This design comes from an exercise in tuning for small area, a short achievable clock period and few clock cycles on the open sky130 flow, not from production work.
Function was checked by simulation only, so behaviour that the tests miss may differ from the original.

==> flow/design.v <==
module tumbler_sel (
    input  wire               clk,
    input  wire               rst,
    input  wire               wr_en,
    input  wire [4:0]         wr_pos,
    input  wire signed [23:0] wr_key,
    input  wire signed [7:0]  wr_temp,
    input  wire               wr_elig,
    input  wire               wr_fb,
    input  wire               wr_activate,
    input  wire               start,
    input  wire signed [15:0] lvl_n,
    input  wire [11:0]        lvl_f,
    input  wire signed [31:0] iarm,
    input  wire [7:0]         max_swap,
    input  wire [10:0]        f_dead,
    input  wire               therm_en,
    input  wire               frac_rotate,
    input  wire [15:0]        hyst,
    input  wire [7:0]         depth,
    input  wire               rate_en,
    input  wire [23:0]        credit_add,
    input  wire signed [7:0]  t0,
    input  wire [15:0]        gain,
    input  wire [15:0]        i_db,
    output wire               ready,
    output reg                done,
    output reg  [95:0]        cmd,
    output reg                out_pol,
    output reg  [5:0]         out_m,
    output reg  [11:0]        out_f,
    output reg                dir,
    output reg                pos_clamp,
    output reg                neg_clamp,
    output reg                frac_drop,
    output reg                frac_valid,
    output reg  [4:0]         frac_pos,
    output reg  [7:0]         swaps,
    output reg  [5:0]         healthy
);
    localparam NC = 32;
    localparam RW = 26;              
    localparam [2:0] C_BLOCK    = 3'd0,
                     C_BYPASS   = 3'd1,
                     C_INS_POS  = 3'd2,
                     C_INS_NEG  = 3'd3,
                     C_FRAC_POS = 3'd4,
                     C_FRAC_NEG = 3'd5;
    integer i;
    function automatic lt28(input [27:0] x, input [27:0] y);
        reg l;
        integer k;
        begin
            l = 1'b0;
            for (k = 0; k < 28; k = k + 1)
                l = (~x[k] & y[k]) | ((~x[k] | y[k]) & l);
            lt28 = l;
        end
    endfunction
    function automatic [24:0] add24(input [23:0] x, input [23:0] y);
        reg c;
        integer k;
        begin
            c = 1'b0;
            for (k = 0; k < 24; k = k + 1) begin
                add24[k] = x[k] ^ y[k] ^ c;
                c = (x[k] & y[k]) | ((x[k] | y[k]) & c);
            end
            add24[24] = c;
        end
    endfunction
    reg signed [23:0] key    [0:NC-1];
    reg signed [7:0]  temp   [0:NC-1];
    reg        [23:0] credit [0:NC-1];
    reg [NC-1:0]      elig;
    reg [NC-1:0]      fb;
    reg [23:0]        pen_t [0:NC-1];
    reg [NC-1:0]      pen_ok;
    reg [15:0]        pen_gain;
    reg signed [7:0]  pen_t0;
    reg               busy;
    reg [NC-1:0]      ins;
    reg [5:0]         ins_cnt;
    reg               pos;           
    reg               low;           
    reg signed [15:0] s_n;
    reg [11:0]        s_f;
    reg [10:0]        s_f_dead;
    reg               s_therm_en;
    reg               s_rotate;
    reg [15:0]        s_hyst;
    reg [7:0]         s_max_swap;
    reg [7:0]         s_depth;
    reg               s_rate_en;
    reg [23:0]        s_credit_add;
    reg signed [7:0]  s_t0;
    reg [15:0]        s_gain;
    assign ready = !busy;
    reg [5:0]         cnt_pos, cnt_neg, ins_pos_cnt, ins_neg_cnt;
    reg [NC-1:0]      ins_pos0, ins_neg0;
    always @* begin
        cnt_pos = 6'd0; cnt_neg = 6'd0; ins_pos_cnt = 6'd0; ins_neg_cnt = 6'd0;
        for (i = 0; i < NC; i = i + 1) begin
            ins_pos0[i] = elig[i] & (cmd[3*i +: 3] == C_INS_POS);
            ins_neg0[i] = elig[i] & fb[i] & (cmd[3*i +: 3] == C_INS_NEG);
            cnt_pos     = cnt_pos + {5'd0, elig[i]};
            cnt_neg     = cnt_neg + {5'd0, elig[i] & fb[i]};
            ins_pos_cnt = ins_pos_cnt + {5'd0, ins_pos0[i]};
            ins_neg_cnt = ins_neg_cnt + {5'd0, ins_neg0[i]};
        end
    end
    reg st_dir;
    always @* begin
        st_dir = dir;
        if (iarm > $signed({16'd0, i_db}))
            st_dir = 1'b0;
        else if (iarm < -$signed({16'd0, i_db}))
            st_dir = 1'b1;
    end
    reg [16:0]        p_m;
    reg [11:0]        p_fp;
    reg [5:0]         p_avail_cnt;
    reg               p_pos_clamp;
    reg               p_neg_clamp;
    reg               p_frac_drop;
    always @* begin
        if (!s_n[15]) begin
            p_m   = {1'b0, s_n};
            p_fp  = s_f;
        end else if (s_f == 12'd0) begin
            p_m   = -{s_n[15], s_n};
            p_fp  = 12'd0;
        end else begin
            p_m   = ~{s_n[15], s_n};
            p_fp  = 12'd0 - s_f;
        end
        if (s_f_dead != 11'd0 && p_fp != 12'd0) begin
            if (p_fp < {1'b0, s_f_dead}) begin
                p_fp = 12'd0;
            end else if ({1'b0, p_fp} >= 13'd4096 - {2'b00, s_f_dead}) begin
                p_m  = p_m + 17'd1;
                p_fp = 12'd0;
            end
        end
        p_avail_cnt = pos ? cnt_pos : cnt_neg;
        p_pos_clamp = 1'b0;
        p_neg_clamp = 1'b0;
        if (!pos && fb == {NC{1'b0}}) begin
            p_m  = 17'd0;
            p_fp = 12'd0;
            p_neg_clamp = 1'b1;
        end else if (p_m > {11'd0, p_avail_cnt}) begin
            p_m  = {11'd0, p_avail_cnt};
            p_fp = 12'd0;
            if (pos) p_pos_clamp = 1'b1;
            else     p_neg_clamp = 1'b1;
        end
        p_frac_drop = 1'b0;
        if (p_fp != 12'd0 && p_m[5:0] == p_avail_cnt) begin
            p_fp = 12'd0;
            p_frac_drop = 1'b1;
        end
    end
    wire [5:0] m = p_m[5:0];
    reg [NC-1:0]      avail, outs, has_cr, has_cr2;
    reg [RW-1:0]      rku [0:NC-1];      
    reg [23:0]        pen;
    reg [23:0]        kx;
    reg signed [RW-1:0] rks;
    always @* begin
        for (i = 0; i < NC; i = i + 1) begin
            avail[i]   = elig[i] & (pos | fb[i]);
            outs[i]    = avail[i] & ~ins[i];
            has_cr[i]  = !s_rate_en || (credit[i][23:16] != 8'd0);
            has_cr2[i] = !s_rate_en || (credit[i][23:17] != 7'd0);
            pen = s_therm_en ? pen_t[i] : 24'd0;
            kx  = key[i] ^ {24{~low}};
            rks = $signed({2'b00, pen}) + $signed({{(RW-24){kx[23]}}, kx});
            rku[i] = {~rks[RW-1], rks[RW-2:0]};
        end
    end
    reg [4:0]         e_pos;
    reg               e_any;
    reg signed [8:0]  e_dt;
    reg [23:0]        e_pen;
    always @* begin
        e_pos = 5'd0;
        e_any = 1'b0;
        for (i = NC - 1; i >= 0; i = i - 1)
            if (!pen_ok[i]) begin
                e_pos = i[4:0];
                e_any = 1'b1;
            end
        e_dt  = $signed({temp[e_pos][7], temp[e_pos]}) - $signed({pen_t0[7], pen_t0});
        e_pen = (e_dt > 0) ? pen_gain * e_dt[7:0] : 24'd0;
    end
    wire pen_new = s_therm_en && (s_gain != pen_gain || s_t0 != pen_t0);
    wire hold    = s_therm_en && (pen_new || pen_ok != {NC{1'b1}});
    reg [NC-1:0] f_pool;
    reg          f_excl;
    always @* begin
        f_excl = s_rotate && frac_valid &&
                 ((outs & ~({{(NC-1){1'b0}}, 1'b1} << frac_pos)) != {NC{1'b0}});
        for (i = 0; i < NC; i = i + 1)
            f_pool[i] = outs[i] && !(f_excl && frac_pos == i[4:0]);
    end
    wire [NC*RW-1:0] rk_flat;
    genvar g;
    generate
        for (g = 0; g < NC; g = g + 1) begin : g_keys
            assign rk_flat[g*RW +: RW] = rku[g];
        end
    endgenerate
    wire [RW+1:0] b_k, w_k, f_k;
    wire [4:0]    b_pos, w_pos, f_pos;
    tsel_search #(.W(RW)) u_s (
        .rk(rk_flat),
        .b_mem(outs),   .b_tier(has_cr),
        .w_mem(ins),    .w_tier(has_cr),
        .f_mem(f_pool), .f_tier(has_cr2),
        .b_k(b_k), .b_idx(b_pos),
        .w_k(w_k), .w_idx(w_pos),
        .f_k(f_k), .f_idx(f_pos));
    wire b_found = !b_k[RW+1];
    wire b_cr    = !b_k[RW];
    wire w_found = !w_k[RW+1];
    wire w_cr    = !w_k[RW];
    wire f_found = !f_k[RW+1];
    wire [RW:0]   margin  = {1'b0, ~w_k[RW-1:0]} - {1'b0, b_k[RW-1:0]};
    wire          swap_ok = b_found && w_found && b_cr && w_cr && !margin[RW] &&
                            lt28({{(28-16){1'b0}}, s_hyst}, {{(28-RW){1'b0}}, margin[RW-1:0]});
    wire         frac_sel = (p_fp != 12'd0) && f_found;
    reg [2:0]    c_new  [0:NC-1];
    reg [1:0]    c_cost [0:NC-1];
    reg [23:0]   c_cred [0:NC-1];
    reg [2:0]    c_last;
    reg [24:0]   c_sum;
    reg [23:0]   c_base;
    reg [7:0]    c_depth;
    always @* begin
        c_depth = (s_depth == 8'd0) ? 8'd1 : s_depth;
        for (i = 0; i < NC; i = i + 1) begin
            c_last = cmd[3*i +: 3];
            if (!elig[i])
                c_new[i] = C_BLOCK;
            else if (ins[i])
                c_new[i] = pos ? C_INS_POS : C_INS_NEG;
            else if (frac_sel && f_pos == i[4:0])
                c_new[i] = pos ? C_FRAC_POS : C_FRAC_NEG;
            else
                c_new[i] = C_BYPASS;
            if (c_new[i] == C_BLOCK || c_last == C_BLOCK)
                c_cost[i] = 2'd0;
            else if (c_new[i] == C_FRAC_POS || c_new[i] == C_FRAC_NEG)
                c_cost[i] = 2'd2;
            else if (c_last == C_FRAC_POS || c_last == C_FRAC_NEG)
                c_cost[i] = (c_new[i] == C_BYPASS) ? 2'd0 : 2'd1;
            else
                c_cost[i] = (c_new[i] == c_last) ? 2'd0 : 2'd1;
            c_sum = add24(credit[i], s_credit_add);
            if (lt28({3'd0, c_depth, 16'd0}, {3'd0, c_sum}))
                c_base = {c_depth, 16'd0};
            else
                c_base = c_sum[23:0];
            if (c_base[23:16] < {6'd0, c_cost[i]})
                c_cred[i] = 24'd0;
            else
                c_cred[i] = {c_base[23:16] - {6'd0, c_cost[i]}, c_base[15:0]};
        end
    end
    always @(posedge clk) begin
        if (rst) begin
            busy         <= 1'b0;
            ins          <= {NC{1'b0}};
            ins_cnt      <= 6'd0;
            pos          <= 1'b1;
            low          <= 1'b1;
            s_n          <= 16'sd0;
            s_f          <= 12'd0;
            s_f_dead     <= 11'd0;
            s_therm_en   <= 1'b0;
            s_rotate     <= 1'b0;
            s_hyst       <= 16'd0;
            s_max_swap   <= 8'd0;
            s_depth      <= 8'd0;
            s_rate_en    <= 1'b0;
            s_credit_add <= 24'd0;
            s_t0         <= 8'sd0;
            s_gain       <= 16'd0;
            elig         <= {NC{1'b0}};
            fb           <= {NC{1'b0}};
            pen_ok       <= {NC{1'b0}};
            pen_gain     <= 16'd0;
            pen_t0       <= 8'sd0;
            for (i = 0; i < NC; i = i + 1) begin
                pen_t[i]  <= 24'd0;
                key[i]    <= 24'sd0;
                temp[i]   <= 8'sd0;
                credit[i] <= 24'd0;
            end
            done       <= 1'b0;
            cmd        <= 96'd0;
            out_pol    <= 1'b0;
            out_m      <= 6'd0;
            out_f      <= 12'd0;
            dir        <= 1'b0;
            pos_clamp  <= 1'b0;
            neg_clamp  <= 1'b0;
            frac_drop  <= 1'b0;
            frac_valid <= 1'b0;
            frac_pos   <= 5'd0;
            swaps      <= 8'd0;
            healthy    <= 6'd0;
        end else begin
            done <= 1'b0;
            if (e_any) begin
                pen_t[e_pos]  <= e_pen;
                pen_ok[e_pos] <= 1'b1;
            end
            if (!busy) begin
                if (start) begin
                    busy         <= 1'b1;
                    pos          <= !lvl_n[15];
                    low          <= (st_dir == 1'b0) == !lvl_n[15];
                    dir          <= st_dir;
                    ins          <= lvl_n[15] ? ins_neg0 : ins_pos0;
                    ins_cnt      <= lvl_n[15] ? ins_neg_cnt : ins_pos_cnt;
                    s_n          <= lvl_n;
                    s_f          <= lvl_f;
                    s_f_dead     <= f_dead;
                    s_therm_en   <= therm_en;
                    s_rotate     <= frac_rotate;
                    s_hyst       <= hyst;
                    s_max_swap   <= max_swap;
                    s_depth      <= depth;
                    s_rate_en    <= rate_en;
                    s_credit_add <= credit_add;
                    s_t0         <= t0;
                    s_gain       <= gain;
                    swaps        <= 8'd0;
                end else if (wr_en) begin
                    key[wr_pos]    <= wr_key;
                    temp[wr_pos]   <= wr_temp;
                    elig[wr_pos]   <= wr_elig;
                    fb[wr_pos]     <= wr_fb;
                    pen_ok[wr_pos] <= 1'b0;
                    if (wr_activate)
                        credit[wr_pos] <= {((depth == 8'd0) ? 8'd1 : depth), 16'd0};
                end
            end else if (hold) begin
                if (pen_new) begin
                    pen_gain <= s_gain;
                    pen_t0   <= s_t0;
                    pen_ok   <= {NC{1'b0}};
                end
            end else if (ins_cnt < m) begin
                ins[b_pos] <= 1'b1;
                ins_cnt    <= ins_cnt + 6'd1;
            end else if (ins_cnt > m) begin
                ins[w_pos] <= 1'b0;
                ins_cnt    <= ins_cnt - 6'd1;
            end else if (swaps < s_max_swap && swap_ok) begin
                ins[b_pos] <= 1'b1;
                ins[w_pos] <= 1'b0;
                swaps      <= swaps + 8'd1;
            end else begin
                for (i = 0; i < NC; i = i + 1) begin
                    cmd[3*i +: 3] <= c_new[i];
                    if (elig[i] && s_rate_en)
                        credit[i] <= c_cred[i];
                end
                out_pol    <= !pos;
                out_m      <= m;
                out_f      <= p_fp;
                pos_clamp  <= p_pos_clamp;
                neg_clamp  <= p_neg_clamp;
                frac_drop  <= p_frac_drop;
                healthy    <= cnt_pos;
                frac_valid <= frac_sel;
                frac_pos   <= frac_sel ? f_pos : 5'd0;
                done       <= 1'b1;
                busy       <= 1'b0;
            end
        end
    end
endmodule
module tsel_search #(parameter W = 26) (
    input  wire [32*W-1:0] rk,
    input  wire [31:0]     b_mem, b_tier,
    input  wire [31:0]     w_mem, w_tier,
    input  wire [31:0]     f_mem, f_tier,
    output wire [W+1:0]    b_k, w_k, f_k,
    output wire [4:0]      b_idx, w_idx, f_idx
);
    function automatic lt28(input [27:0] x, input [27:0] y);
        reg l;
        integer k;
        begin
            l = 1'b0;
            for (k = 0; k < 28; k = k + 1)
                l = (~x[k] & y[k]) | ((~x[k] | y[k]) & l);
            lt28 = l;
        end
    endfunction
    genvar n;
    wire [15:0] lt;      
    wire [16*(W+2)-1:0] b1, w1, f1;
    wire [16*5-1:0]     bi1, wi1, fi1;
    generate
        for (n = 0; n < 16; n = n + 1) begin : l1
            wire [W-1:0] ra = rk[(2*n)*W +: W];
            wire [W-1:0] rb = rk[(2*n+1)*W +: W];
            assign lt[n] = lt28({{(28-W){1'b0}}, rb}, {{(28-W){1'b0}}, ra});
            wire [1:0] bta = {~b_mem[2*n],   ~b_tier[2*n]};
            wire [1:0] btb = {~b_mem[2*n+1], ~b_tier[2*n+1]};
            wire [1:0] wta = {~w_mem[2*n],   ~w_tier[2*n]};
            wire [1:0] wtb = {~w_mem[2*n+1], ~w_tier[2*n+1]};
            wire [1:0] fta = {~f_mem[2*n],   ~f_tier[2*n]};
            wire [1:0] ftb = {~f_mem[2*n+1], ~f_tier[2*n+1]};
            wire pb = (btb < bta) || (btb == bta && lt[n]);
            wire pw = (wtb < wta) || (wtb == wta && !lt[n]);
            wire pf = (ftb < fta) || (ftb == fta && lt[n]);
            assign b1[n*(W+2) +: W+2] = pb ? {btb, rb} : {bta, ra};
            assign w1[n*(W+2) +: W+2] = pw ? {wtb, ~rb} : {wta, ~ra};
            assign f1[n*(W+2) +: W+2] = pf ? {ftb, rb} : {fta, ra};
            assign bi1[n*5 +: 5] = {n[3:0], pb};
            assign wi1[n*5 +: 5] = {n[3:0], pw};
            assign fi1[n*5 +: 5] = {n[3:0], pf};
        end
    endgenerate
    tsel_min16 #(.W(W+2), .TIE_HI(0)) u_b (.keys_flat(b1), .idx_flat(bi1), .k(b_k), .idx(b_idx));
    tsel_min16 #(.W(W+2), .TIE_HI(1)) u_w (.keys_flat(w1), .idx_flat(wi1), .k(w_k), .idx(w_idx));
    tsel_min16 #(.W(W+2), .TIE_HI(0)) u_f (.keys_flat(f1), .idx_flat(fi1), .k(f_k), .idx(f_idx));
endmodule
module tsel_min16 #(parameter W = 8, parameter TIE_HI = 0) (
    input  wire [16*W-1:0] keys_flat,
    input  wire [16*5-1:0] idx_flat,
    output wire [W-1:0]    k,
    output wire [4:0]      idx
);
    function automatic lt28(input [27:0] x, input [27:0] y);
        reg l;
        integer j;
        begin
            l = 1'b0;
            for (j = 0; j < 28; j = j + 1)
                l = (~x[j] & y[j]) | ((~x[j] | y[j]) & l);
            lt28 = l;
        end
    endfunction
    genvar l, n;
    generate
        for (l = 0; l <= 4; l = l + 1) begin : lv
            localparam NN = 16 >> l;
            wire [W-1:0] kk [0:NN-1];
            wire [4:0]   ii [0:NN-1];
            for (n = 0; n < NN; n = n + 1) begin : nd
                if (l == 0) begin : leaf
                    assign kk[n] = keys_flat[n*W +: W];
                    assign ii[n] = idx_flat[n*5 +: 5];
                end else begin : node
                    wire [W-1:0] ka = lv[l-1].kk[2*n];
                    wire [W-1:0] kb = lv[l-1].kk[2*n+1];
                    wire         pick_b = TIE_HI ? !lt28({{(28-W){1'b0}}, ka}, {{(28-W){1'b0}}, kb})
                                                 :  lt28({{(28-W){1'b0}}, kb}, {{(28-W){1'b0}}, ka});
                    assign kk[n] = pick_b ? kb : ka;
                    assign ii[n] = pick_b ? lv[l-1].ii[2*n+1] : lv[l-1].ii[2*n];
                end
            end
        end
    endgenerate
    assign k   = lv[4].kk[0];
    assign idx = lv[4].ii[0];
endmodule
==> flow/run.sh <==
#!/bin/bash
# synth_recipe.tcl (not shown) runs the flow's synth.tcl, then flattens the netlist and writes it again
# the make line also repeats each setting of config.mk as NAME=value (left out here)
make -C /OpenROAD-flow-scripts/flow DESIGN_CONFIG=/design/flow/config.mk WORK_HOME=/design/flow/orfs CLKGATE_MAP_FILE= SYNTH_SCRIPT=/design/flow/synth_recipe.tcl finish
==> flow/config.mk <==
export PLATFORM = sky130hd
export DESIGN_NAME = tumbler_sel
export DESIGN_NICKNAME = tumbler_sel
export VERILOG_FILES = /design/flow/design.v
export SDC_FILE = /design/flow/constraint.sdc
export NUM_CORES = 8
export LEC_CHECK = 0
export CAP_MARGIN = 20
export CORE_MARGIN = 2
export CORE_UTILIZATION = 40
export PLACE_DENSITY = 0.6
export SLEW_MARGIN = 20
==> flow/constraint.sdc <==
create_clock -name core_clock -period 110.0 [get_ports {clk}]
set_input_delay 22.0000 -clock core_clock [delete_from_list [all_inputs] [get_ports {clk}]]
set_output_delay 22.0000 -clock core_clock [all_outputs]
set_load 0.01 [all_outputs]
==> key figures, run 1 <==
Synth
  • Post-synth top area cell: edfxtp_1
  • Synth Area in Simple Gates: 0.191
  • Mean post-synth cell area: between 8 and 9 sq um
  • Top cells by area, synth: edfxtp_1 22%, fa_1 6.7%, dfxtp_1 6.6%
  • Post-synthesis adder-cell area fraction: 0.143
  • Post-synthesis mux area share: 0.0636
  • Mapped Cells: 32681
  • Ys flop type: edfxtp_1
  • Mapped Area: 0.282 sq mm
  • Register area share after synthesis: 0.284
  • Warnings from Yosys: 8
  • Synth Area in Compound Gates: 0.202
  • Synth top cells by count: 2853 x nor2_1, 2512 x nand2_1, 2174 x inv_1, 2113 x a21oi_1, 2096 x and2_1
  • Top cell type's share of synthesized area: 0.218
  • Largest family of logic cells by synthesized area: compound AO/OA/AOI/OAI gates
  • Count leader, synth: nor2_1
  • Number of enable flip-flop cells after synthesis: approximately 2000
  • Seq cells post-synth: a little under 3000
  • Asr flop ratio synth: 0
  • XOR/XNOR share of the synthesized area: 0.0611
  • Unique masters post-synth: between 150 and 200

Timing
  • Max Freq: between 30 and 40 MHz
  • Final hold violation count: 0
  • Worst-Margin Slew: between 1000 and 1500 ps
  • Slew Limit Fails: 0
  • Post-Route Skew: roughly 110 ps
  • Endpoints failing setup: 0
  • Post-route setup TNS: 0 ps
  • Slew headroom: 0.0710
  • Unrepaired setup endpoints after global routing: false
  • Final hold slack: ~450 ps
  • Fin crit period: slightly above 30000 ps
  • Final period util: 0.277

Routing
  • DRC viols: 0
  • Routed Antenna Nets: 1
  • Via density: around 6.5
  • Total wire length: approximately 1600000 microns
  • Vias: 276403
  • Drt wl/cell: between 30 and 40 microns
  • Drt pass-1 iters: 10
  • Initial drt markers: ~40000

Clock tree
  • Post-CTS sizing: 0
  • Setup bufs post-CTS: 0
  • Clock-pin slew on the worst setup and hold paths: ~60 ps
  • Clock latency on the worst-skew pair: 1140 ps
  • CTS Buf Count: between 300 and 400
  • CTS tree: yes
  • Clock root buffer: clkbuf_16
  • Cts hold-fix bufs: 0
  • Deepest clock path buffer count: 4
  • H-Tree Depth: 5
  • CTS Sinks: between 2000 and 3000

Floorplan
  • Chip width: ~840 microns
  • Initial Util: 0.401
  • Site Rows: 308
  • Die Area: 0.713 sq mm
  • Die Height: roughly 840 microns
  • # IOs: between 300 and 400
  • Core ar.: between 0.7 and 0.8 sq mm

Global route
  • Grt total ovfl: 0
  • Largest net degree at the start of global routing: approximately 150
  • Initial antenna violation count: about 180
  • Global-route wire length before repair: ~2100000 microns
  • Gr usage total: 0.416
  • Vias in the first global route: between 200k and 300k

Placement
  • Port buffer count: ~350
  • Gp weighted congestion: between 1 and 1.5
  • Post-DP HPWL: between 1000000 and 1500000 microns

Run status
  • Failed Checks: antenna rules
  • Status: finished with violations

Setup path
  • CP Class: reg -> reg
  • Most used cell along the critical path: maj3_1
  • CP endpoint kind: register
  • CP top delay family: compound AO/OA/AOI/OAI gates
  • Worst Path Required: approximately 110000 ps
  • Buf/Inv on CP: 12
  • CP max-delay cell: a21boi_1
  • Max stage delay on crit path: ~920 ps
  • Critical-path maximum fanout: roughly 90
  • Worst EP arrival: 31480 ps
  • Setup crit start kind: register

Finish
  • Layout cells sized above 1: 0.0829
  • Syn-to-layout area delta: 10.2%
  • Multi-input combinational cell area: between 0.15 and 0.2 sq mm
  • Register area: between 0.08 and 0.09 sq mm
  • Fillcell total: roughly 69000
  • Nets: approximately 35000

Hold path
  • Hold crit path type: reg -> reg

Run
  • Max cap viols: 0
==> routing by layer <==
metal,routed length [microns],global-route usage,share of wire
met1,612000,0.541,0.39
met2,643000,0.599,0.41
met3,176000,0.113,0.11
met4,125000,0.287,0.080
met5,405,0.00207,0.00026
==> through the flow <==
step	setup WS [ps]	util	cell area (sq um)	std cells
floorplan	84360	-	282000	32681
global placement	79140	0.424	298000	41503
detailed placement	80580	0.424	298000	41511
CTS	80470	0.441	310000	42175
global route	78410	0.441	311000	42243
finish	79500	0.443	311000	42559
==> flip-flops by register name, summed over array words and instances (netlist names), 24 cells and up <==
register and count:
credit 768, temp 256, pen_t 768, fb 32, key 768, cmd 96, s_credit_add 24, ins 32
elig 32, pen_ok 32
==> layout make-up <==
class	count	share of cell area
sequential	2983	0.258
multi-input combinational	25817	0.605
antenna	380	0.00305
inverter	2185	0.0264
clock buffer	485	0.0318
timing repair buffer	1230	0.0325
clock inverter	179	0.00661
tap	9300	0.0374
==> cells by family (layout without fill, tap and decap cells) <==
logic type,after synthesis,in the layout
XOR/XNOR,1953,1953
flip-flops,2983,2983
multiplexers,1676,1676
other,0,380
adder cells (fa/ha/maj),2758,2758
buffers and inverters,3881,4079
AND/OR/NAND/NOR,10897,10897
AO/OA/AOI/OAI,8533,8533
==> path summary, 6_finish.rpt <==
path                              startpoint                         end  slack [ps]  cells after the start
setup reg to reg            low$_SDFFE_PP1P_  credit[24][4]$_SDFFE_PP0P_       79500                     79
hold reg to reg   s_max_swap[2]$_SDFFE_PP0P_  s_max_swap[2]$_SDFFE_PP0P_         450                      2
hold / removal    s_max_swap[2]$_SDFFE_PP0P_  s_max_swap[2]$_SDFFE_PP0P_         450                      2
setup / recovery            low$_SDFFE_PP1P_  credit[24][4]$_SDFFE_PP0P_       79500                     79
==> worst min-delay path, stage by stage (launching register included) <==
cell,delay (ps)
dfxtp_1,310
nand2_1,50
a21oi_1,50
==> cell usage in the layout, fill, tap and decap left out, types with 378 or more instances in the layout <==
master,count
o21ai_0,1541
ha_1,1260
nand2b_1,378
nand2_1,2485
a21o_1,490
dfxtp_1,921
nand3_1,630
and2_1,2096
edfxtp_1,2048
nor2_1,2800
nor3_1,606
fa_1,951
xnor2_1,1433
xor2_1,496
inv_1,2152
diode_2,380
buf_4,859
maj3_1,531
mux2i_1,1162
a21oi_1,2097
o22ai_1,728
mux2_2,421
Testbench counts, summed over its fixed seeds: cycles 8,831.
==> run 2: changes to the inputs <==
--- a/flow/design.v
+++ b/flow/design.v
@@ -69,15 +69,32 @@
             add24[24] = c;
         end
     endfunction
-    reg signed [23:0] key    [0:NC-1];
+    function automatic [7:0] dec8(input [7:0] x, input [1:0] c);
+        reg b;
+        integer k;
+        begin
+            dec8[0] = x[0] ^ c[0];
+            b       = ~x[0] & c[0];
+            dec8[1] = x[1] ^ c[1] ^ b;
+            b       = (~x[1] & (c[1] | b)) | (c[1] & b);
+            for (k = 2; k < 8; k = k + 1) begin
+                dec8[k] = x[k] ^ b;
+                b       = ~x[k] & b;
+            end
+        end
+    endfunction
+    reg [RW-1:0]      ek_lo  [0:NC-1];
+    reg [RW-1:0]      ek_hi  [0:NC-1];
     reg signed [7:0]  temp   [0:NC-1];
     reg        [23:0] credit [0:NC-1];
     reg [NC-1:0]      elig;
     reg [NC-1:0]      fb;
-    reg [23:0]        pen_t [0:NC-1];
     reg [NC-1:0]      pen_ok;
     reg [15:0]        pen_gain;
     reg signed [7:0]  pen_t0;
+    reg               wp_v;
+    reg [4:0]         wp_pos;
+    reg [23:0]        wp_key;
     reg               busy;
     reg [NC-1:0]      ins;
     reg [5:0]         ins_cnt;
@@ -109,6 +126,39 @@
             ins_neg_cnt = ins_neg_cnt + {5'd0, ins_neg0[i]};
         end
     end
+    reg [NC-1:0] crr, av_p, av_n, cr_p, cr_n, st_ins;
+    reg [5:0]    ncr_pos, ncr_neg, st_cnt, st_n, st_nc;
+    reg [15:0]   st_mag;
+    reg          st_empty;
+    always @* begin
+        ncr_pos = 6'd0; ncr_neg = 6'd0;
+        for (i = 0; i < NC; i = i + 1) begin
+            crr[i]  = credit[i][23:16] != 8'd0;
+            av_p[i] = elig[i];
+            av_n[i] = elig[i] & fb[i];
+            cr_p[i] = av_p[i] & crr[i];
+            cr_n[i] = av_n[i] & crr[i];
+            ncr_pos = ncr_pos + {5'd0, cr_p[i]};
+            ncr_neg = ncr_neg + {5'd0, cr_n[i]};
+        end
+        st_mag   = lvl_n[15] ? ~lvl_n : lvl_n;
+        st_empty = lvl_n[15] ? (ins_neg_cnt == 6'd0) : (ins_pos_cnt == 6'd0);
+        st_n     = lvl_n[15] ? cnt_neg : cnt_pos;
+        st_nc    = !rate_en ? st_n : lvl_n[15] ? ncr_neg : ncr_pos;
+        st_ins   = lvl_n[15] ? ins_neg0 : ins_pos0;
+        st_cnt   = lvl_n[15] ? ins_neg_cnt : ins_pos_cnt;
+        if (st_empty) begin
+            if (st_nc == 6'd0) begin
+                if (st_mag[15:6] != 10'd0 || st_mag[5:0] > {1'b0, st_n[5:1]}) begin
+                    st_ins = lvl_n[15] ? av_n : av_p;
+                    st_cnt = st_n;
+                end
+            end else if (st_mag[15:6] != 10'd0 || st_mag[5:0] >= {1'b0, st_nc[5:1]}) begin
+                st_ins = !rate_en ? (lvl_n[15] ? av_n : av_p) : (lvl_n[15] ? cr_n : cr_p);
+                st_cnt = st_nc;
+            end
+        end
+    end
     reg st_dir;
     always @* begin
         st_dir = dir;
@@ -164,25 +214,24 @@
     wire [5:0] m = p_m[5:0];
     reg [NC-1:0]      avail, outs, has_cr, has_cr2;
     reg [RW-1:0]      rku [0:NC-1];      
-    reg [23:0]        pen;
-    reg [23:0]        kx;
-    reg signed [RW-1:0] rks;
     always @* begin
         for (i = 0; i < NC; i = i + 1) begin
             avail[i]   = elig[i] & (pos | fb[i]);
             outs[i]    = avail[i] & ~ins[i];
             has_cr[i]  = !s_rate_en || (credit[i][23:16] != 8'd0);
             has_cr2[i] = !s_rate_en || (credit[i][23:17] != 7'd0);
-            pen = s_therm_en ? pen_t[i] : 24'd0;
-            kx  = key[i] ^ {24{~low}};
-            rks = $signed({2'b00, pen}) + $signed({{(RW-24){kx[23]}}, kx});
-            rku[i] = {~rks[RW-1], rks[RW-2:0]};
+            rku[i]     = low ? {~ek_lo[i][RW-1], ek_lo[i][RW-2:0]}
+                             : {~ek_hi[i][RW-1], ek_hi[i][RW-2:0]};
         end
     end
     reg [4:0]         e_pos;
     reg               e_any;
+    reg [RW:0]        e_k2;
+    reg [23:0]        e_key;
+    reg signed [7:0]  e_temp;
     reg signed [8:0]  e_dt;
     reg [23:0]        e_pen;
+    reg [RW-1:0]      e_lo, e_hi;
     always @* begin
         e_pos = 5'd0;
         e_any = 1'b0;
@@ -191,11 +240,23 @@
                 e_pos = i[4:0];
                 e_any = 1'b1;
             end
-        e_dt  = $signed({temp[e_pos][7], temp[e_pos]}) - $signed({pen_t0[7], pen_t0});
-        e_pen = (e_dt > 0) ? pen_gain * e_dt[7:0] : 24'd0;
+        if (wp_v) begin
+            e_pos = wp_pos;
+            e_key = wp_key;
+        end else begin
+            e_k2  = {ek_lo[e_pos][RW-1], ek_lo[e_pos]} + {~ek_hi[e_pos][RW-1], ~ek_hi[e_pos]};
+            e_key = e_k2[24:1];
+        end
+        e_temp = temp[e_pos];
+        e_dt   = $signed({e_temp[7], e_temp}) - $signed({pen_t0[7], pen_t0});
+        e_pen  = (e_dt > 0) ? pen_gain * e_dt[7:0] : 24'd0;
+        e_lo   = {2'b00, e_pen} + {{(RW-24){e_key[23]}}, e_key};
+        e_hi   = {2'b00, e_pen} + {{(RW-24){~e_key[23]}}, ~e_key};
     end
-    wire pen_new = s_therm_en && (s_gain != pen_gain || s_t0 != pen_t0);
-    wire hold    = s_therm_en && (pen_new || pen_ok != {NC{1'b1}});
+    wire [15:0] eff_gain = s_therm_en ? s_gain : 16'd0;
+    wire [7:0]  eff_t0   = (s_therm_en && s_gain != 16'd0) ? s_t0 : 8'sd0;
+    wire pen_new = (eff_gain != pen_gain || eff_t0 != pen_t0);
+    wire hold    = pen_new || pen_ok != {NC{1'b1}} || wp_v;
     reg [NC-1:0] f_pool;
     reg          f_excl;
     always @* begin
@@ -262,42 +323,30 @@
                 c_base = {c_depth, 16'd0};
             else
                 c_base = c_sum[23:0];
-            if (c_base[23:16] < {6'd0, c_cost[i]})
+            if (c_base[23:17] == 7'd0 && (c_cost[i][1] || (c_cost[i][0] && !c_base[16])))
                 c_cred[i] = 24'd0;
             else
-                c_cred[i] = {c_base[23:16] - {6'd0, c_cost[i]}, c_base[15:0]};
+                c_cred[i] = {dec8(c_base[23:16], c_cost[i]), c_base[15:0]};
         end
     end
+    wire st_go    = !busy && start;
+    wire st_wr    = !busy && !start && wr_en;
+    wire go       = busy && !hold;
+    wire do_add   = go && (ins_cnt < m);
+    wire do_rem   = go && !(ins_cnt < m) && (ins_cnt > m);
+    wire do_swap  = go && (ins_cnt == m) && (swaps < s_max_swap) && swap_ok;
+    wire do_commit = go && (ins_cnt == m) && !((swaps < s_max_swap) && swap_ok);
     always @(posedge clk) begin
         if (rst) begin
-            busy         <= 1'b0;
-            ins          <= {NC{1'b0}};
-            ins_cnt      <= 6'd0;
-            pos          <= 1'b1;
-            low          <= 1'b1;
-            s_n          <= 16'sd0;
-            s_f          <= 12'd0;
-            s_f_dead     <= 11'd0;
-            s_therm_en   <= 1'b0;
-            s_rotate     <= 1'b0;
-            s_hyst       <= 16'd0;
-            s_max_swap   <= 8'd0;
-            s_depth      <= 8'd0;
-            s_rate_en    <= 1'b0;
-            s_credit_add <= 24'd0;
-            s_t0         <= 8'sd0;
-            s_gain       <= 16'd0;
-            elig         <= {NC{1'b0}};
-            fb           <= {NC{1'b0}};
-            pen_ok       <= {NC{1'b0}};
-            pen_gain     <= 16'd0;
-            pen_t0       <= 8'sd0;
-            for (i = 0; i < NC; i = i + 1) begin
-                pen_t[i]  <= 24'd0;
-                key[i]    <= 24'sd0;
-                temp[i]   <= 8'sd0;
+            busy       <= 1'b0;
+            elig       <= {NC{1'b0}};
+            fb         <= {NC{1'b0}};
+            pen_ok     <= {NC{1'b1}};
+            pen_gain   <= 16'd0;
+            pen_t0     <= 8'sd0;
+            wp_v       <= 1'b0;
+            for (i = 0; i < NC; i = i + 1)
                 credit[i] <= 24'd0;
-            end
             done       <= 1'b0;
             cmd        <= 96'd0;
             out_pol    <= 1'b0;
@@ -312,58 +361,30 @@
             swaps      <= 8'd0;
             healthy    <= 6'd0;
         end else begin
-            done <= 1'b0;
-            if (e_any) begin
-                pen_t[e_pos]  <= e_pen;
+            done <= do_commit;
+            wp_v <= st_wr;
+            if (wp_v || e_any)
                 pen_ok[e_pos] <= 1'b1;
+            if (st_go) begin
+                busy  <= 1'b1;
+                dir   <= st_dir;
+                swaps <= 8'd0;
             end
-            if (!busy) begin
-                if (start) begin
-                    busy         <= 1'b1;
-                    pos          <= !lvl_n[15];
-                    low          <= (st_dir == 1'b0) == !lvl_n[15];
-                    dir          <= st_dir;
-                    ins          <= lvl_n[15] ? ins_neg0 : ins_pos0;
-                    ins_cnt      <= lvl_n[15] ? ins_neg_cnt : ins_pos_cnt;
-                    s_n          <= lvl_n;
-                    s_f          <= lvl_f;
-                    s_f_dead     <= f_dead;
-                    s_therm_en   <= therm_en;
-                    s_rotate     <= frac_rotate;
-                    s_hyst       <= hyst;
-                    s_max_swap   <= max_swap;
-                    s_depth      <= depth;
-                    s_rate_en    <= rate_en;
-                    s_credit_add <= credit_add;
-                    s_t0         <= t0;
-                    s_gain       <= gain;
-                    swaps        <= 8'd0;
-                end else if (wr_en) begin
-                    key[wr_pos]    <= wr_key;
-                    temp[wr_pos]   <= wr_temp;
-                    elig[wr_pos]   <= wr_elig;
-                    fb[wr_pos]     <= wr_fb;
-                    pen_ok[wr_pos] <= 1'b0;
-                    if (wr_activate)
-                        credit[wr_pos] <= {((depth == 8'd0) ? 8'd1 : depth), 16'd0};
-                end
-            end else if (hold) begin
-                if (pen_new) begin
-                    pen_gain <= s_gain;
-                    pen_t0   <= s_t0;
-                    pen_ok   <= {NC{1'b0}};
-                end
-            end else if (ins_cnt < m) begin
-                ins[b_pos] <= 1'b1;
-                ins_cnt    <= ins_cnt + 6'd1;
-            end else if (ins_cnt > m) begin
-                ins[w_pos] <= 1'b0;
-                ins_cnt    <= ins_cnt - 6'd1;
-            end else if (swaps < s_max_swap && swap_ok) begin
-                ins[b_pos] <= 1'b1;
-                ins[w_pos] <= 1'b0;
-                swaps      <= swaps + 8'd1;
-            end else begin
+            if (st_wr) begin
+                elig[wr_pos]   <= wr_elig;
+                fb[wr_pos]     <= wr_fb;
+                pen_ok[wr_pos] <= 1'b0;
+                if (wr_activate)
+                    credit[wr_pos] <= {((depth == 8'd0) ? 8'd1 : depth), 16'd0};
+            end
+            if (busy && hold && pen_new) begin
+                pen_gain <= eff_gain;
+                pen_t0   <= eff_t0;
+                pen_ok   <= {NC{1'b0}};
+            end
+            if (do_swap)
+                swaps <= swaps + 8'd1;
+            if (do_commit) begin
                 for (i = 0; i < NC; i = i + 1) begin
                     cmd[3*i +: 3] <= c_new[i];
                     if (elig[i] && s_rate_en)
@@ -378,11 +399,46 @@
                 healthy    <= cnt_pos;
                 frac_valid <= frac_sel;
                 frac_pos   <= frac_sel ? f_pos : 5'd0;
-                done       <= 1'b1;
                 busy       <= 1'b0;
             end
         end
     end
+    always @(posedge clk) begin
+        if (wp_v || e_any) begin
+            ek_lo[e_pos] <= e_lo;
+            ek_hi[e_pos] <= e_hi;
+        end
+        if (st_wr)
+            temp[wr_pos] <= wr_temp;
+        wp_pos <= wr_pos;
+        wp_key <= wr_key;
+        if (!busy) begin
+            pos          <= !lvl_n[15];
+            low          <= (st_dir == 1'b0) == !lvl_n[15];
+            ins          <= st_ins;
+            ins_cnt      <= st_cnt;
+            s_n          <= lvl_n;
+            s_f          <= lvl_f;
+            s_f_dead     <= f_dead;
+            s_therm_en   <= therm_en;
+            s_rotate     <= frac_rotate;
+            s_hyst       <= hyst;
+            s_max_swap   <= max_swap;
+            s_depth      <= depth;
+            s_rate_en    <= rate_en;
+            s_credit_add <= credit_add;
+            s_t0         <= t0;
+            s_gain       <= gain;
+        end
+        if (do_add || do_swap)
+            ins[b_pos] <= 1'b1;
+        if (do_rem || do_swap)
+            ins[w_pos] <= 1'b0;
+        if (do_add)
+            ins_cnt <= ins_cnt + 6'd1;
+        if (do_rem)
+            ins_cnt <= ins_cnt - 6'd1;
+    end
 endmodule
 module tsel_search #(parameter W = 26) (
     input  wire [32*W-1:0] rk,
--- a/flow/config.mk
+++ b/flow/config.mk
@@ -7,6 +7,6 @@
 export LEC_CHECK = 0
 export CAP_MARGIN = 20
 export CORE_MARGIN = 2
-export CORE_UTILIZATION = 40
-export PLACE_DENSITY = 0.6
+export CORE_UTILIZATION = 50
+export PLACE_DENSITY = 0.65
 export SLEW_MARGIN = 20
==> run 2 against run 1 <==
Compared with the run above:
- the run now finishes clean
- worst setup slack gained 710 ps
- register-to-register slack better by 710 ps
- non-clock buffer count fell by 56
- first-iteration DRC count up 2.3%
- synthesized area decreased by 8.7%
- critical endpoint is now credit[4][23]$_DFFE_PP_
==> key figures, run 2 <==
Routing
  • Drt wl/cell: between 30 and 40 microns
  • DRC viols: 0
  • Via density: just over 7
  • Vias: around 240k
  • Total wire length: ~1400000 microns
  • Initial drt markers: around 41000
  • Routed Antenna Nets: 0
  • Drt pass-1 iters: 10

Global route
  • Met1 Usage GRT: 0.612
  • Largest net degree at the start of global routing: around 130
  • Met2 Usage GRT: 0.714
  • Initial antenna violation count: roughly 180
  • Grt met3 use: 0.197
  • Vias in the first global route: ~230k
  • Global routing's busiest layer: met2
  • Gr usage total: 0.501
  • Grt total ovfl: 0
  • Global-route wire length before repair: between 1500000 and 2000000 microns

Clock tree
  • Setup bufs post-CTS: 0
  • Cts hold-fix bufs: 0
  • Clock latency on the worst-skew pair: between 1000 and 1500 ps
  • Post-CTS sizing: 0
  • CTS Sinks: 3141
  • Clock root buffer: clkbuf_16
  • H-Tree Depth: 5
  • Clock-pin slew on the worst setup and hold paths: roughly 60 ps
  • CTS Buf Count: around 360
  • CTS tree: yes
  • Deepest clock path buffer count: 4

Setup path
  • Buf/Inv on CP: 15
  • Flop2flop setup slack: ~80000 ps
  • Critical path depth in cells: between 70 and 80
  • CP endpoint kind: register
  • CP max-delay cell: mux2i_1
  • R2R cell count: 75
  • Critical-path maximum fanout: 63
  • Worst Path Required: about 110000 ps
  • Max stage delay on crit path: around 840 ps
  • CP Class: reg -> reg
  • Setup crit start kind: register
  • CP top delay family: compound AO/OA/AOI/OAI gates
  • Most used cell along the critical path: buf_4
  • Worst EP arrival: around 31000 ps

Finish
  • Design Area, Final: roughly 0.28 sq mm
  • Syn-to-layout area delta: 10.1%
  • Layout cells sized above 1: 0.121
  • Commonest non-fill, non-tap cell in the layout: nand2_1
  • Top Registers: ek_hi x832, ek_lo x832, credit x768
  • Commonest cells after routing, fill and taps aside: 2599 x nand2_1, 2468 x inv_1, 2306 x edfxtp_1, 1640 x mux2i_1, 1512 x nor2_1
  • Nets: roughly 29000
  • Utilization after layout: 0.554

Timing
  • Fin crit period: 29800 ps
  • Slew headroom: 0.0463
  • Slew Limit Fails: 0
  • Post-route setup TNS: 0 ps
  • Final period util: 0.271
  • Worst-Margin Slew: 1430 ps
  • Unrepaired setup endpoints after global routing: false
  • Endpoints failing setup: 0
  • Max Freq: around 34 MHz
  • Final hold violation count: 0
  • Post-Route Skew: around 150 ps
  • Final hold slack: between 400 and 500 ps

Synth
  • Ys flop type: edfxtp_1
  • Unique masters post-synth: 140
  • Top cells by area, synth: edfxtp_1 27%, fa_1 7.8%, dfxtp_1 6.5%
  • Seq cells post-synth: ~3100
  • Warnings from Yosys: 8
  • Asr flop ratio synth: 0
  • Mapped Cells: 26858
  • Synth top cells by count: 2608 x nand2_1, 2494 x inv_1, 2306 x edfxtp_1, 1647 x mux2i_1, 1569 x nor2_1
  • Number of enable flip-flop cells after synthesis: 2306
  • Mapped Area: 0.258 sq mm
  • Register area share after synthesis: 0.333
  • Mean post-synth cell area: between 9 and 10 sq um
  • Post-synth top area cell: edfxtp_1
  • Top cell type's share of synthesized area: 0.268
  • Count leader, synth: nand2_1

Floorplan
  • Die Height: 722 microns
  • # IOs: between 300 and 400
  • Initial Util: 0.503
  • Chip width: 722 microns
  • Site Rows: 263
  • Die Area: between 0.5 and 0.6 sq mm
  • Core ar.: roughly 0.51 sq mm

Run status
  • Status: complete, no violations

Placement
  • Port buffer count: ~350
  • Post-DP HPWL: 1070000 microns
  • Placed Area: approximately 0.27 sq mm
  • Gp weighted congestion: 1.14

Hold path
  • Hold Crit Depth: 2
  • Hold crit path type: reg -> reg

Run
  • Max cap viols: 0
run 2: cell types whose count changed in the layout (fill, tap and decap cells not counted), moves of 268 or more:
| cell | delta |
|---|---|
| a21oi_1 | -687 |
| xnor2_1 | -1312 |
| and2_1 | -1874 |
| ha_1 | -593 |
| mux2i_1 | +478 |
| a21o_1 | -326 |
| xor2_1 | -420 |
| mux2_2 | +339 |
| diode_2 | -268 |
| inv_1 | +316 |
| mux4_2 | +541 |
| nor2_1 | -1288 |
run 2: worst min-delay path: stages, from the launching register on:
cell and delay (ps):
dfxtp_1 320, nand2_1 50, o41ai_1 50
run 2: final cells by class:
cell class              instances  area, sq um
repair buffers               1174         9840
flip-flops and latches       3141        86000
fillers                     45220       229000
well taps                    6757         8450
clock buffers                 458         9740
diodes                        112          280
inverters                    2499         9420
multi-input cells           19848       158000
clock inverters               207         2510
run 2: cells by family (layout without fill, tap and decap cells):
kind of cell,count (synthesis),count (layout),share of synthesized area
adders and majority gates,2159,2159,0.129
xor gates and xnor gates,244,244,0.00831
and+or+nand+nor,7526,7526,0.139
muxes,3010,3010,0.149
AOI/OAI and AO/OA,6909,6909,0.178
other,0,112,0
DFF,3141,3141,0.333
buffers and inverters,3869,4338,0.0625
run 2: metal layers:
layer / up-vias / wire length, microns
met5: - / 734
met4: 96 / 127000
met3: 4622 / 202000
met2: 19605 / 550000
met1: 120272 / 473000
li1: 100351 / -
run 2: per-stage QoR:
stage          std cells  setup WS [ps]
2_1_floorplan      26858          83910
3_3_place_gp       33405          80340
3_5_place_dp       33414          81230
4_1_cts            34079          81290
5_1_grt            34120          79820
6_report           34196          80200
run 2: worst paths after layout:
path | endpoint | from
min reg2reg | credit[16][12]$_SDFFE_PP0P_ | credit[16][12]$_SDFFE_PP0P_
max | credit[4][23]$_DFFE_PP_ | low$_DFFE_PN_
min | credit[16][12]$_SDFFE_PP0P_ | credit[16][12]$_SDFFE_PP0P_
max reg2reg | credit[4][23]$_DFFE_PP_ | low$_DFFE_PN_
Testbench counts of run 2, summed over its fixed seeds: cycles 7,878.
==> run 3: changes to the inputs <==
--- a/flow/design.v
+++ b/flow/design.v
@@ -57,6 +57,46 @@
             lt28 = l;
         end
     endfunction
+    function automatic margin_gt(input [27:0] x, input [27:0] y, input [27:0] h);
+        reg [27:0] a, b, sm, cy;
+        reg [31:0] g, p;
+        integer k, w;
+        begin
+            a  = ~y;
+            b  = ~h;
+            sm = x ^ a ^ b;
+            cy = {(x[26:0] & a[26:0]) | (x[26:0] & b[26:0]) | (a[26:0] & b[26:0]), 1'b0};
+            g = 32'd0;
+            p = {32{1'b1}};
+            for (k = 0; k < 27; k = k + 1) begin
+                g[k] = sm[k] & cy[k];
+                p[k] = sm[k] ^ cy[k];
+            end
+            g[0] = g[0] | p[0];
+            for (w = 1; w < 32; w = w * 2)
+                for (k = 0; k + w < 32; k = k + 2 * w) begin
+                    g[k] = g[k+w] | (p[k+w] & g[k]);
+                    p[k] = p[k+w] & p[k];
+                end
+            margin_gt = ~(sm[27] ^ cy[27] ^ g[0]);
+        end
+    endfunction
+    function automatic ltt16(input [15:0] x, input [15:0] y);
+        reg [15:0] l, e;
+        integer k, w;
+        begin
+            for (k = 0; k < 16; k = k + 1) begin
+                l[k] = ~x[k] & y[k];
+                e[k] = ~(x[k] ^ y[k]);
+            end
+            for (w = 1; w < 16; w = w * 2)
+                for (k = 0; k + w < 16; k = k + 2 * w) begin
+                    l[k] = l[k+w] | (e[k+w] & l[k]);
+                    e[k] = e[k+w] & e[k];
+                end
+            ltt16 = l[0];
+        end
+    endfunction
     function automatic [24:0] add24(input [23:0] x, input [23:0] y);
         reg c;
         integer k;
@@ -93,6 +133,9 @@
     reg [15:0]        pen_gain;
     reg signed [7:0]  pen_t0;
     reg               wp_v;
+    reg               rc_ph;         
+    reg [4:0]         rc_e;
+    reg [RW-1:0]      rc_s;
     reg [4:0]         wp_pos;
     reg [23:0]        wp_key;
     reg               busy;
@@ -126,10 +169,9 @@
             ins_neg_cnt = ins_neg_cnt + {5'd0, ins_neg0[i]};
         end
     end
-    reg [NC-1:0] crr, av_p, av_n, cr_p, cr_n, st_ins;
-    reg [5:0]    ncr_pos, ncr_neg, st_cnt, st_n, st_nc;
-    reg [15:0]   st_mag;
-    reg          st_empty;
+    reg [NC-1:0] crr, av_p, av_n, cr_p, cr_n, al_p1, al_n1;
+    reg [5:0]    ncr_pos, ncr_neg, ac_p1, ac_n1;
+    reg [6:0]    th_p0, th_p1, th_n0, th_n1;
     always @* begin
         ncr_pos = 6'd0; ncr_neg = 6'd0;
         for (i = 0; i < NC; i = i + 1) begin
@@ -141,32 +183,45 @@
             ncr_pos = ncr_pos + {5'd0, cr_p[i]};
             ncr_neg = ncr_neg + {5'd0, cr_n[i]};
         end
-        st_mag   = lvl_n[15] ? ~lvl_n : lvl_n;
-        st_empty = lvl_n[15] ? (ins_neg_cnt == 6'd0) : (ins_pos_cnt == 6'd0);
-        st_n     = lvl_n[15] ? cnt_neg : cnt_pos;
-        st_nc    = !rate_en ? st_n : lvl_n[15] ? ncr_neg : ncr_pos;
-        st_ins   = lvl_n[15] ? ins_neg0 : ins_pos0;
-        st_cnt   = lvl_n[15] ? ins_neg_cnt : ins_pos_cnt;
-        if (st_empty) begin
-            if (st_nc == 6'd0) begin
-                if (st_mag[15:6] != 10'd0 || st_mag[5:0] > {1'b0, st_n[5:1]}) begin
-                    st_ins = lvl_n[15] ? av_n : av_p;
-                    st_cnt = st_n;
-                end
-            end else if (st_mag[15:6] != 10'd0 || st_mag[5:0] >= {1'b0, st_nc[5:1]}) begin
-                st_ins = !rate_en ? (lvl_n[15] ? av_n : av_p) : (lvl_n[15] ? cr_n : cr_p);
-                st_cnt = st_nc;
-            end
+        th_p0 = (ins_pos_cnt != 6'd0) ? 7'd64 : {2'b00, cnt_pos[5:1]};
+        th_n0 = (ins_neg_cnt != 6'd0) ? 7'd64 : {2'b00, cnt_neg[5:1]};
+        if (ncr_pos == 6'd0) begin
+            al_p1 = av_p; ac_p1 = cnt_pos; th_p1 = {2'b00, cnt_pos[5:1]} + 7'd1;
+        end else begin
+            al_p1 = cr_p; ac_p1 = ncr_pos; th_p1 = {2'b00, ncr_pos[5:1]};
+        end
+        if (ncr_neg == 6'd0) begin
+            al_n1 = av_n; ac_n1 = cnt_neg; th_n1 = {2'b00, cnt_neg[5:1]} + 7'd1;
+        end else begin
+            al_n1 = cr_n; ac_n1 = ncr_neg; th_n1 = {2'b00, ncr_neg[5:1]};
         end
+        if (ins_pos_cnt != 6'd0) th_p1 = 7'd64;
+        if (ins_neg_cnt != 6'd0) th_n1 = 7'd64;
     end
-    reg st_dir;
+    wire [5:0] mg_p  = (lvl_n[14:6] != 9'd0)    ? 6'd63 : lvl_n[5:0];
+    wire [5:0] mg_n  = (lvl_n[14:6] != 9'h1ff)  ? 6'd63 : ~lvl_n[5:0];
+    wire       fl_p0 = {1'b0, mg_p} >= th_p0;
+    wire       fl_p1 = {1'b0, mg_p} >= th_p1;
+    wire       fl_n0 = {1'b0, mg_n} >= th_n0;
+    wire       fl_n1 = {1'b0, mg_n} >= th_n1;
+    reg [NC-1:0] st_ins;
+    reg [5:0]    st_cnt;
     always @* begin
-        st_dir = dir;
-        if (iarm > $signed({16'd0, i_db}))
-            st_dir = 1'b0;
-        else if (iarm < -$signed({16'd0, i_db}))
-            st_dir = 1'b1;
+        if (!lvl_n[15]) begin
+            if (!rate_en)
+                {st_ins, st_cnt} = fl_p0 ? {av_p, cnt_pos} : {ins_pos0, ins_pos_cnt};
+            else
+                {st_ins, st_cnt} = fl_p1 ? {al_p1, ac_p1} : {ins_pos0, ins_pos_cnt};
+        end else begin
+            if (!rate_en)
+                {st_ins, st_cnt} = fl_n0 ? {av_n, cnt_neg} : {ins_neg0, ins_neg_cnt};
+            else
+                {st_ins, st_cnt} = fl_n1 ? {al_n1, ac_n1} : {ins_neg0, ins_neg_cnt};
+        end
     end
+    wire dir_chg = !iarm[31] ? ((iarm[30:16] != 15'd0) || ltt16(i_db, iarm[15:0]))
+                             : ((iarm[30:16] != 15'h7fff) || !ltt16(~iarm[15:0], i_db));
+    wire st_dir  = dir_chg ? iarm[31] : dir;
     reg [16:0]        p_m;
     reg [11:0]        p_fp;
     reg [5:0]         p_avail_cnt;
@@ -220,18 +275,21 @@
             outs[i]    = avail[i] & ~ins[i];
             has_cr[i]  = !s_rate_en || (credit[i][23:16] != 8'd0);
             has_cr2[i] = !s_rate_en || (credit[i][23:17] != 7'd0);
-            rku[i]     = low ? {~ek_lo[i][RW-1], ek_lo[i][RW-2:0]}
+            rku[i]     = (low_sel & elig[i]) ? {~ek_lo[i][RW-1], ek_lo[i][RW-2:0]}
                              : {~ek_hi[i][RW-1], ek_hi[i][RW-2:0]};
         end
     end
     reg [4:0]         e_pos;
     reg               e_any;
+    reg [NC-1:0]      e_oh;
     reg [RW:0]        e_k2;
     reg [23:0]        e_key;
+    reg [4:0]         c_pos;
     reg signed [7:0]  e_temp;
     reg signed [8:0]  e_dt;
     reg [23:0]        e_pen;
     reg [RW-1:0]      e_lo, e_hi;
+    wire [RW+1:0]     f_k;
     always @* begin
         e_pos = 5'd0;
         e_any = 1'b0;
@@ -240,19 +298,26 @@
                 e_pos = i[4:0];
                 e_any = 1'b1;
             end
+        for (i = 0; i < NC; i = i + 1)
+            e_oh[i] = (rc_ph ? rc_e : e_pos) == i[4:0];
+        e_k2 = {rc_s[RW-1], ~rc_s[RW-1], rc_s[RW-2:0]} +
+               {f_k[RW-1], f_k[RW-1], ~f_k[RW-2:0]};
         if (wp_v) begin
-            e_pos = wp_pos;
+            c_pos = wp_pos;
             e_key = wp_key;
         end else begin
-            e_k2  = {ek_lo[e_pos][RW-1], ek_lo[e_pos]} + {~ek_hi[e_pos][RW-1], ~ek_hi[e_pos]};
+            c_pos = rc_e;
             e_key = e_k2[24:1];
         end
-        e_temp = temp[e_pos];
+        e_temp = temp[c_pos];
         e_dt   = $signed({e_temp[7], e_temp}) - $signed({pen_t0[7], pen_t0});
         e_pen  = (e_dt > 0) ? pen_gain * e_dt[7:0] : 24'd0;
         e_lo   = {2'b00, e_pen} + {{(RW-24){e_key[23]}}, e_key};
         e_hi   = {2'b00, e_pen} + {{(RW-24){~e_key[23]}}, ~e_key};
     end
+    wire rc_act  = e_any && !wp_v;
+    wire low_sel = rc_act ? !rc_ph : low;
+    wire cook    = wp_v || (rc_act && rc_ph);
     wire [15:0] eff_gain = s_therm_en ? s_gain : 16'd0;
     wire [7:0]  eff_t0   = (s_therm_en && s_gain != 16'd0) ? s_t0 : 8'sd0;
     wire pen_new = (eff_gain != pen_gain || eff_t0 != pen_t0);
@@ -272,13 +337,13 @@
             assign rk_flat[g*RW +: RW] = rku[g];
         end
     endgenerate
-    wire [RW+1:0] b_k, w_k, f_k;
+    wire [RW+1:0] b_k, w_k;
     wire [4:0]    b_pos, w_pos, f_pos;
     tsel_search #(.W(RW)) u_s (
         .rk(rk_flat),
         .b_mem(outs),   .b_tier(has_cr),
         .w_mem(ins),    .w_tier(has_cr),
-        .f_mem(f_pool), .f_tier(has_cr2),
+        .f_mem(rc_act ? e_oh : f_pool), .f_tier(has_cr2),
         .b_k(b_k), .b_idx(b_pos),
         .w_k(w_k), .w_idx(w_pos),
         .f_k(f_k), .f_idx(f_pos));
@@ -287,9 +352,8 @@
     wire w_found = !w_k[RW+1];
     wire w_cr    = !w_k[RW];
     wire f_found = !f_k[RW+1];
-    wire [RW:0]   margin  = {1'b0, ~w_k[RW-1:0]} - {1'b0, b_k[RW-1:0]};
-    wire          swap_ok = b_found && w_found && b_cr && w_cr && !margin[RW] &&
-                            lt28({{(28-16){1'b0}}, s_hyst}, {{(28-RW){1'b0}}, margin[RW-1:0]});
+    wire          swap_ok = b_found && w_found && b_cr && w_cr &&
+                            margin_gt({2'b00, ~w_k[RW-1:0]}, {2'b00, b_k[RW-1:0]}, {12'd0, s_hyst});
     wire         frac_sel = (p_fp != 12'd0) && f_found;
     reg [2:0]    c_new  [0:NC-1];
     reg [1:0]    c_cost [0:NC-1];
@@ -345,6 +409,7 @@
             pen_gain   <= 16'd0;
             pen_t0     <= 8'sd0;
             wp_v       <= 1'b0;
+            rc_ph      <= 1'b0;
             for (i = 0; i < NC; i = i + 1)
                 credit[i] <= 24'd0;
             done       <= 1'b0;
@@ -363,8 +428,9 @@
         end else begin
             done <= do_commit;
             wp_v <= st_wr;
-            if (wp_v || e_any)
-                pen_ok[e_pos] <= 1'b1;
+            if (cook)
+                pen_ok[c_pos] <= 1'b1;
+            rc_ph <= rc_act && !rc_ph;
             if (st_go) begin
                 busy  <= 1'b1;
                 dir   <= st_dir;
@@ -381,6 +447,7 @@
                 pen_gain <= eff_gain;
                 pen_t0   <= eff_t0;
                 pen_ok   <= {NC{1'b0}};
+                rc_ph    <= 1'b0;
             end
             if (do_swap)
                 swaps <= swaps + 8'd1;
@@ -404,9 +471,13 @@
         end
     end
     always @(posedge clk) begin
-        if (wp_v || e_any) begin
-            ek_lo[e_pos] <= e_lo;
-            ek_hi[e_pos] <= e_hi;
+        if (cook) begin
+            ek_lo[c_pos] <= e_lo;
+            ek_hi[c_pos] <= e_hi;
+        end
+        if (!rc_ph) begin
+            rc_e <= e_pos;
+            rc_s <= f_k[RW-1:0];
         end
         if (st_wr)
             temp[wr_pos] <= wr_temp;
==> run 3 against run 2 <==
Compared with the run above:
- non-clock buffer count decreased by 16
- register-to-register slack improved by 1600 ps
- routed wire length decreased by 5.9%
- critical path depth decreased by 2
- sequential share of layout area increased by 1.5 points
==> key figures, run 3 <==
Synth
  • Synth top cells by count: 2448 x nand2_1, 2331 x edfxtp_1, 1880 x inv_1, 1809 x nor2_1, 1687 x a21oi_1
  • Count leader, synth: nand2_1
  • Post-synth top area cell: edfxtp_1
  • Top cells by area, synth: edfxtp_1 28%, fa_1 8.2%, dfxtp_1 6.8%
  • Unique masters post-synth: between 150 and 200
  • Mapped Area: ~0.25 sq mm
  • Number of enable flip-flop cells after synthesis: between 2000 and 2500
  • Warnings from Yosys: 8
  • Mapped Cells: 26182
  • Top cell type's share of synthesized area: 0.283
  • Register area share after synthesis: 0.351
  • Seq cells post-synth: ~3200
  • Asr flop ratio synth: 0
  • Ys flop type: edfxtp_1
  • Mean post-synth cell area: about 9.5 sq um

Placement
  • Port buffer count: 354
  • Post-DP HPWL: between 900000 and 1000000 microns
  • Gp weighted congestion: approximately 1.1

Clock tree
  • Post-CTS sizing: 0
  • Cts hold-fix bufs: 0
  • CTS Buf Count: 359
  • Deepest clock path buffer count: 4
  • Clock-pin slew on the worst setup and hold paths: around 60 ps
  • Clock latency on the worst-skew pair: ~1100 ps
  • CTS tree: yes
  • H-Tree Depth: 5
  • Clock root buffer: clkbuf_16
  • CTS Sinks: roughly 3200
  • Setup bufs post-CTS: 0

Routing
  • Vias: around 230k
  • Total wire length: 1270000 microns
  • Via density: approximately 7.0
  • Initial drt markers: about 40000
  • Routed Antenna Nets: 0
  • Drt wl/cell: approximately 38 microns
  • Drt pass-1 iters: 13
  • DRC viols: 0

Setup path
  • Setup crit start kind: register
  • CP Class: reg -> reg
  • Critical-path maximum fanout: 42
  • Most used cell along the critical path: a21oi_1
  • CP max-delay cell: a21oi_1
  • Max stage delay on crit path: a little under 900 ps
  • CP endpoint kind: register
  • Worst Path Required: around 110000 ps
  • Worst EP arrival: 28880 ps

Timing
  • Endpoints failing setup: 0
  • Slew headroom: 0.0796
  • Post-Route Skew: about 110 ps
  • Post-route setup TNS: 0 ps
  • Final period util: 0.257
  • Unrepaired setup endpoints after global routing: false
  • Max Freq: around 35 MHz
  • Final hold violation count: 0
  • Slew Limit Fails: 0
  • Worst-Margin Slew: between 1000 and 1500 ps
  • Fin crit period: between 20000 and 30000 ps

Global route
  • Gr usage total: 0.490
  • Global-route wire length before repair: 1720000 microns
  • Initial antenna violation count: ~150
  • Vias in the first global route: roughly 210k
  • Largest net degree at the start of global routing: 100
  • Grt total ovfl: 0

Finish
  • Nets: between 20000 and 30000
  • Syn-to-layout area delta: 10.5%
  • Commonest cells after routing, fill and taps aside: 2442 x nand2_1, 2331 x edfxtp_1, 1853 x inv_1, 1764 x nor2_1, 1651 x a21oi_1
  • Commonest non-fill, non-tap cell in the layout: nand2_1
  • Top Registers: ek_hi x832, ek_lo x832, credit x768
  • Layout cells sized above 1: 0.110

Run
  • Max cap viols: 0

Floorplan
  • Initial Util: 0.502
  • # IOs: 355
  • Die Height: between 700 and 800 microns
  • Site Rows: around 260
  • Core ar.: approximately 0.5 sq mm
  • Chip width: 708 microns
  • Die Area: around 0.50 sq mm

Run status
  • Status: complete, no violations

Hold path
  • Hold crit path type: reg -> reg
## run 3: area by class of cell
cell class	instances	area [sq um]
Antenna cell	218	546
Clock buffer	456	9660
Clock inverter	208	2510
Fill cell	43995	220000
Inverter	1895	7160
Multi-Input combinational cell	19733	149000
Sequential cell	3172	86800
Tap cell	6500	8130
Timing Repair Buffer	1158	9810
## run 3: cells by family (layout without fill, tap and decap cells)
kind of cell / Yosys count / in the layout / synth area share
AND/OR/NAND/NOR: 7607 / 7607 / 0.148
flip-flops: 3172 / 3172 / 0.351
XOR/XNOR: 255 / 255 / 0.00902
adder cells (fa/ha/maj): 2127 / 2127 / 0.134
multiplexers: 2405 / 2405 / 0.102
buffers and inverters: 3278 / 3717 / 0.0563
other: 1 / 220 / 0.0000151
AO/OA/AOI/OAI: 7337 / 7337 / 0.201
## run 3: worst paths after layout
path,startpoint,endpoint,slack (ps),cells past startpoint
hold / removal,credit[15][13]$_SDFFE_PP0P_,credit[15][13]$_SDFFE_PP0P_,450,1
setup reg to reg,pen_ok[9]$_SDFF_PP1_,ek_lo[10][22]$_DFFE_PP_,81770,73
hold reg to reg,credit[15][13]$_SDFFE_PP0P_,credit[15][13]$_SDFFE_PP0P_,450,1
setup / recovery,pen_ok[9]$_SDFF_PP1_,ek_lo[10][22]$_DFFE_PP_,81770,73
## run 3: routing by layer
metal  track usage  part of all wire  vias to the layer above
met5             0           0.00042                        -
met4         0.338             0.085                       56
met3         0.206              0.15                     3613
met2         0.653              0.38                    18158
met1         0.636              0.38                   115638
li1              -                 -                    97474
## run 3: through the flow
step,cell area (sq um),setup WS [ps],utilization,hold slack (ps),cells
floorplan,248000,84810,-,426,26183
detailed placement,261000,82730,0.528,439,32444
finish,274000,81770,0.555,451,33340
global route,273000,80950,0.554,465,33137
global placement,260000,82180,0.528,433,32427
CTS,273000,82870,0.553,452,33108
## run 3: worst max-delay path, delay by kind of cell (launching register included)
family / cells / cell delay [ps]
simple gates: 17 / 5000
mux: 2 / 840
xor+xnor: 2 / 320
compound gates: 44 / 16980
flops: 1 / 380
buf+inv: 5 / 2740
fa+ha+maj: 3 / 1210
Testbench counts of run 3, summed over its fixed seeds: cycles 8,006.

separate check: timing with driven ports:
The flow's constraints put no driver on any port. The routed layouts listed below were extracted and timed again, unchanged, in two steps. Step 1 (the two cells are an assumption about what drives the block):
set clk [get_ports {clk}]
set_driving_cell -lib_cell sky130_fd_sc_hd__clkbuf_16 $clk
set_driving_cell -lib_cell sky130_fd_sc_hd__buf_2 [delete_from_list [all_inputs] $clk]
Step 2, shift: input delay + t, output delay - t, t = (earliest + latest rising clock arrival at the registers) / 2. This alone moves slack from input paths to output paths. Slacks: ideal / step 1 / step 2; pairs: ideal / step 1.
| run | t, ns | setup WS [ns] | latest minus earliest clock arrival (ns) | slew at the worst register clock pin (ns) | worst data-port slew with drivers (ns) |
|---|---|---|---|---|---|
| run 1 | 1.227 | 79.496 / 79.496 / 79.496 | 0.114 / 0.114 | 0.07 / 0.07 | 0.31 |
| run 2 | 1.210 | 80.204 / 80.204 / 80.204 | 0.148 / 0.148 | 0.09 / 0.09 | 0.28 |
| run 3 | 1.160 | 81.767 / 81.767 / 81.767 | 0.114 / 0.114 | 0.07 / 0.07 | 0.25 |
